Source: an optimization exercise on an open RTL-to-GDS flow (aim: small area, a short achievable clock period and few clock cycles per item). Production flows keep margins and buffers that such runs may drop. Where RTL was checked, it was by simulation tests only, not by an equivalence proof against the original. No activity file was given, so power comes from the tool's default toggle rates.

// boholt_dec
module boholt_dec (
    input  wire        clk,
    input  wire        rst,
    input  wire        in_valid,
    input  wire [31:0] in_data,
    input  wire        in_last,
    output reg         in_ready,
    output reg         out_valid,
    output reg  [15:0] out_item,
    output reg         done,
    output wire [2:0]  res_fault,
    output wire [12:0] res_fault_pos,
    output wire        res_crc_bad,
    output wire [12:0] res_count,
    output wire        hist_we,
    output wire [11:0] hist_waddr,
    output wire [15:0] hist_wdata,
    output reg         hist_re,
    output reg  [11:0] hist_raddr,
    input  wire [15:0] hist_rdata
);
    localparam [15:0] SYNC = 16'hB0B7;
    localparam [31:0] CRC_RESIDUE = 32'hDEBB20E3;
    localparam [2:0] F_NONE     = 3'd0,
                     F_ILLEGAL  = 3'd1,
                     F_DISTANCE = 3'd2,
                     F_OVERRUN  = 3'd3,
                     F_TRUNC    = 3'd4,
                     F_HEADER   = 3'd5;
    localparam [1:0] S_HDR   = 2'd0,    
                     S_CHK   = 2'd1,    
                     S_BODY  = 2'd2,    
                     S_DRAIN = 2'd3;    
    localparam [2:0] T_LIT   = 3'd0,
                     T_SRUN  = 3'd1,
                     T_LRUN  = 3'd2,
                     T_MATCH = 3'd3,
                     T_EOB   = 3'd4,
                     T_ILL   = 3'd5,
                     T_STO   = 3'd6,    
                     T_LIM   = 3'd7;    
    function [15:0] crc16_16(input [15:0] c, input [15:0] d);
        integer i;
        reg [15:0] x;
        begin
            x = c ^ {d[7:0], 8'h00};
            for (i = 0; i < 8; i = i + 1)
                x = x[15] ? ((x << 1) ^ 16'h1021) : (x << 1);
            x = x ^ {d[15:8], 8'h00};
            for (i = 0; i < 8; i = i + 1)
                x = x[15] ? ((x << 1) ^ 16'h1021) : (x << 1);
            crc16_16 = x;
        end
    endfunction
    function [31:0] crc32_16(input [31:0] c, input [15:0] d);
        integer i;
        reg [31:0] x;
        begin
            x = c ^ {16'd0, d};
            for (i = 0; i < 16; i = i + 1)
                x = x[0] ? ((x >> 1) ^ 32'hEDB88320) : (x >> 1);
            crc32_16 = x;
        end
    endfunction
    reg  [1:0]  st;
    reg  [2:0]  hw;              
    reg  [1:0]  hidx;            
  ...
Size in the first run: about 2300 cells after synthesis, roughly 280 flip-flops, about 140 I/O pins, about 22000 um2 of cells after synthesis.
clock: 12.0 ns
lec_check: 0
cap_margin: 20
core_margin: 2
core_utilization: 60
cts_buf_list: sky130_fd_sc_hd__clkbuf_4 sky130_fd_sc_hd__clkbuf_8
place_density: 0.75
setup_slack_margin: 5
slew_margin: 20
standard.sh (not shown) runs the stock make flow with config.mk's settings and CLKGATE_MAP_FILE= SYNTH_SCRIPT=/design/flow/synth_recipe.tcl, a recipe that flattens the netlist after the stock synthesis.
==> flow/flow/run.sh <==
#!/bin/bash
# The standard layout (standard.sh, with its synthesis unchanged), with
#  - each port buffered, as the standard flow does, with the smallest buffer
#    cell (timing repair resizes it where needed).
# Every tool's output goes to standard.log in this folder.
set -euo pipefail
MARGIN=8.25
sed "s/SETUP_SLACK_MARGIN=[0-9.]*/SETUP_SLACK_MARGIN=$MARGIN/" standard.sh > standard_margin.sh
export BUFFER_PORTS_ARGS="-buffer_cell sky130_fd_sc_hd__buf_1"
bash standard_margin.sh > standard.log 2>&1
Testbench counts at the start, summed over its fixed seeds: cycles 183,811, items 178,205.
Rerun with:
--- a/flow/flow/run.sh
+++ b/flow/flow/run.sh
@@ -5,5 +5,5 @@
 # Every tool's output goes to standard.log in this folder.
 set -euo pipefail
-MARGIN=8.25
+MARGIN=8.0
 sed "s/SETUP_SLACK_MARGIN=[0-9.]*/SETUP_SLACK_MARGIN=$MARGIN/" standard.sh > standard_margin.sh
 export BUFFER_PORTS_ARGS="-buffer_cell sky130_fd_sc_hd__buf_1"
CORE_UTILIZATION = 75   (was 60)
PLACE_DENSITY = 0.85   (was 0.75)
Result:
- The changed run completed without violations
- worst hold slack is about the same
- via count rises by 1.2%
- register-to-register slack got worse by 0.15 ns
- setup slack got worse by 0.055 ns
- non-clock buffer count falls by 71
- wire length falls by about 1.5%
Rerun with:
CORE_UTILIZATION = 60   (was 75)
CTS_CLUSTER_DIAMETER = 60   (was default)
CTS_CLUSTER_SIZE = 16   (was default)
PLACE_DENSITY = 0.75   (was 0.85)
The new run finished clean.
Synthesized area is unchanged.
Routed wire length fell by a few percent.
Via count falls by a few percent.
Clock power decreases by a quarter to a third.
Final cell count climbs by a few percent.
Power came out lower by a few percent.
Utilization came out lower by 17 points.
Worst setup slack is worse by 0.0095 ns.
Non-clock buffer count went up by 16.
Cell area decreases slightly.

========
== run E ==
boholt_dec, a different RTL version from the one above (not shown whole).
For scale: ~2,400 cells after synthesis, roughly 310 flip-flops.
export LEC_CHECK = 0
export CAP_MARGIN = 20
export CORE_MARGIN = 2
export CORE_UTILIZATION = 40
export PLACE_DENSITY = 0.6
export SETUP_SLACK_MARGIN = 5
export SLEW_MARGIN = 20
create_clock -name core_clock -period 12.0 [get_ports {clk}]
==> flow/flow/run.sh <==
#!/bin/bash
set -euo pipefail
MARGIN=${MARGIN:-9.0}
sed "s/SETUP_SLACK_MARGIN=[0-9.]*/SETUP_SLACK_MARGIN=$MARGIN/" standard.sh > standard_margin.sh
bash standard_margin.sh > standard.log 2>&1
In summary, run E completed successfully, with a layout that passed the timing, design-rule and antenna checks.
> inputs changed (run E -> run A)
==> flow/flow/run.sh <==
#!/bin/bash
set -euo pipefail
MARGIN=${MARGIN:-8.0}
sed "s/SETUP_SLACK_MARGIN=[0-9.]*/SETUP_SLACK_MARGIN=$MARGIN/" standard.sh > standard_margin.sh
bash standard_margin.sh > standard.log 2>&1
### Flow results
- Run A vs run E: ratio of final minimum period to clock period down in run A
- Per the comparison of run A with run E, fmax +about 1%, post-layout instance count excluding filler cells moved down.
- [compare] base=run E new=run A: hold path depth fell by 2; ratio of cells with drive above 1 in the final layout fell by 14 points; worst setup slack rose by 0.045 ns; sequential share of layout area rose by 3.6 points.
Function was not checked in any run of this note: the RTL went through the layout flow alone.

========
Another version of the RTL of boholt_dec (not shown whole).
Size in the first run: roughly 280 flip-flops, about 140 I/O pins.
export LEC_CHECK = 0
export CAP_MARGIN = 20
export CORE_MARGIN = 2
export CORE_UTILIZATION = 60
export CTS_BUF_LIST = sky130_fd_sc_hd__clkbuf_4 sky130_fd_sc_hd__clkbuf_8
export CTS_CLUSTER_DIAMETER = 60
export CTS_CLUSTER_SIZE = 16
export PLACE_DENSITY = 0.75
export SETUP_SLACK_MARGIN = 5
export SLEW_MARGIN = 20
create_clock -name core_clock -period 12.0 [get_ports {clk}]
==> flow/flow/run.sh <==
#!/bin/bash
# The standard layout (standard.sh, with its synthesis unchanged), with
#  - each port buffered, as the standard flow does, with the smallest buffer
#    cell (timing repair resizes it where needed).
# Every tool's output goes to standard.log in this folder.
set -euo pipefail
MARGIN=8.0
sed "s/SETUP_SLACK_MARGIN=[0-9.]*/SETUP_SLACK_MARGIN=$MARGIN/" standard.sh > standard_margin.sh
export BUFFER_PORTS_ARGS="-buffer_cell sky130_fd_sc_hd__buf_1"
bash standard_margin.sh > standard.log 2>&1
The baseline produced a clean layout.
Then changed:
Settings changed: CTS_CLUSTER_DIAMETER 60 to unset, CTS_CLUSTER_SIZE 16 to unset.
Result:
- sequential share of layout area is lower by 0.13 points
- worst setup slack gets worse by 0.0091 ns
- non-clock buffer count is higher by 5
Function was not checked in any run of this note: the RTL went through the layout flow alone.

========
boholt_dec, a different RTL version from the one above (not shown whole).
Size: roughly 2,300 cells after synthesis, ~140 I/O pins.
export LEC_CHECK = 0
export CAP_MARGIN = 20
export CORE_MARGIN = 2
export CORE_UTILIZATION = 60
export PLACE_DENSITY = 0.75
export SETUP_SLACK_MARGIN = 5
export SLEW_MARGIN = 20
create_clock -name core_clock -period 12.0 [get_ports {clk}]
Scripts as last shown in full above: flow/flow/run.sh
Change:
--- a/flow/flow/run.sh
+++ b/flow/flow/run.sh
@@ -5,6 +5,6 @@
 # Every tool's output goes to standard.log in this folder.
 set -euo pipefail
-MARGIN=8.0
+MARGIN=8.5
 sed "s/SETUP_SLACK_MARGIN=[0-9.]*/SETUP_SLACK_MARGIN=$MARGIN/" standard.sh > standard_margin.sh
-export BUFFER_PORTS_ARGS="-buffer_cell sky130_fd_sc_hd__buf_1"
+export BUFFER_PORTS_ARGS="-buffer_cell sky130_fd_sc_hd__buf_2"
 bash standard_margin.sh > standard.log 2>&1
Settings changed: CORE_UTILIZATION 60 to 40, PLACE_DENSITY 0.75 to 0.6.
Outcome: The changed run finished with timing, DRC and antenna clean; global-route usage came out lower by 9.3 points; sequential cell count does not change; clock-buffer cell count came out higher by 1; via count came out higher by about 3.4%; hold slack is worse by 0.015 ns; synthesized cell count does not change; core utilization came out lower by 17 points; non-clock buffer count came out higher by 144; setup slack is better by 0.32 ns; cell count came out higher by about 13%.
Change:
--- a/flow/flow/run.sh
+++ b/flow/flow/run.sh
@@ -5,6 +5,6 @@
 # Every tool's output goes to standard.log in this folder.
 set -euo pipefail
-MARGIN=8.5
+MARGIN=8.0
 sed "s/SETUP_SLACK_MARGIN=[0-9.]*/SETUP_SLACK_MARGIN=$MARGIN/" standard.sh > standard_margin.sh
-export BUFFER_PORTS_ARGS="-buffer_cell sky130_fd_sc_hd__buf_2"
+export BUFFER_PORTS_ARGS="-buffer_cell sky130_fd_sc_hd__buf_1"
 bash standard_margin.sh > standard.log 2>&1
Outcome: Global-route usage went down by 1.2 points. Fmax falls by a little under a tenth. Area after synthesis is unchanged. Clock skew barely changes. Clock-buffer cell count drops by 6. Setup slack gets worse by 0.31 ns. Power fell by a few percent.
Change:
==> flow/flow/run.sh (replaced) <==
#!/bin/bash
set -euo pipefail
MARGIN=${MARGIN:-8.0}
sed "s/SETUP_SLACK_MARGIN=[0-9.]*/SETUP_SLACK_MARGIN=$MARGIN/" standard.sh > standard_margin.sh
bash standard_margin.sh > standard.log 2>&1
Outcome:
- hold slack gains 0.0058 ns
- clock power decreases by about 4%
- total power decreases by about 0.7%
- wire length increases by about 1.9%
- global-route usage increases by 0.82 points
- sequential share of layout area decreases by 0.90 points
- core utilization increases by 1.6 points
No functional check of the RTL was part of any run of this note.

## port drivers added, routing unchanged
No port has a modelled driver above. Below, the same layouts with a new extraction and two added sets of constraints. Step 1 sets driving cells, clkbuf_16 on the clock port and buf_2 on the other inputs (assumed; they add their load-dependent delay and slew). Step 2 moves the port delays by t, midway between the first and last clock arrival at a register: inputs arrive t later, outputs are due t later. That takes back most of the time a late clock gives input paths. Slacks: ideal ports / drivers / drivers and shift; pairs: ideal ports / drivers.
run | t, ns | slack for setup (ns) | latest minus earliest clock arrival (ns) | worst register clock-pin slew, ns | cell pins on the clock port's net
the first run of note 1 | 0.683 | 8.115 / 8.062 / 8.010 | 0.030 / 0.030 | 0.07 / 0.07 | 1
the second run of note 1 | 0.635 | 8.060 / 8.009 / 8.062 | 0.049 / 0.049 | 0.09 / 0.09 | 1
the third run of note 1 | 0.709 | 8.050 / 8.002 / 8.151 | 0.053 / 0.053 | 0.10 / 0.10 | 1
run E | 0.634 | 7.387 / 7.387 / 7.387 | 0.030 / 0.030 | 0.06 / 0.06 | 1
run A | 0.621 | 7.433 / 7.433 / 7.433 | 0.013 / 0.013 | 0.07 / 0.07 | 1
the first run of note 3 | 0.655 | 8.000 / 8.000 / 7.993 | 0.049 / 0.049 | 0.10 / 0.10 | 1
the second run of note 3 | 0.687 | 7.991 / 7.991 / 7.991 | 0.052 / 0.052 | 0.07 / 0.07 | 1
the first run of note 4 | 0.600 | 7.931 / 7.964 / 7.364 | 0.030 / 0.030 | 0.06 / 0.06 | 1
the second run of note 4 | 0.607 | 8.249 / 8.224 / 7.889 | 0.025 / 0.025 | 0.07 / 0.07 | 1
the third run of note 4 | 0.609 | 7.934 / 7.971 / 7.362 | 0.025 / 0.024 | 0.06 / 0.06 | 1
the fourth run of note 4 | 0.615 | 8.032 / 7.973 / 7.589 | 0.033 / 0.033 | 0.07 / 0.07 | 1
After both steps setup and hold are still met in every run listed. The setup slack of the third run of note 4, which loses most, moves by +0.037 ns with the drivers and by -0.572 ns with both steps.
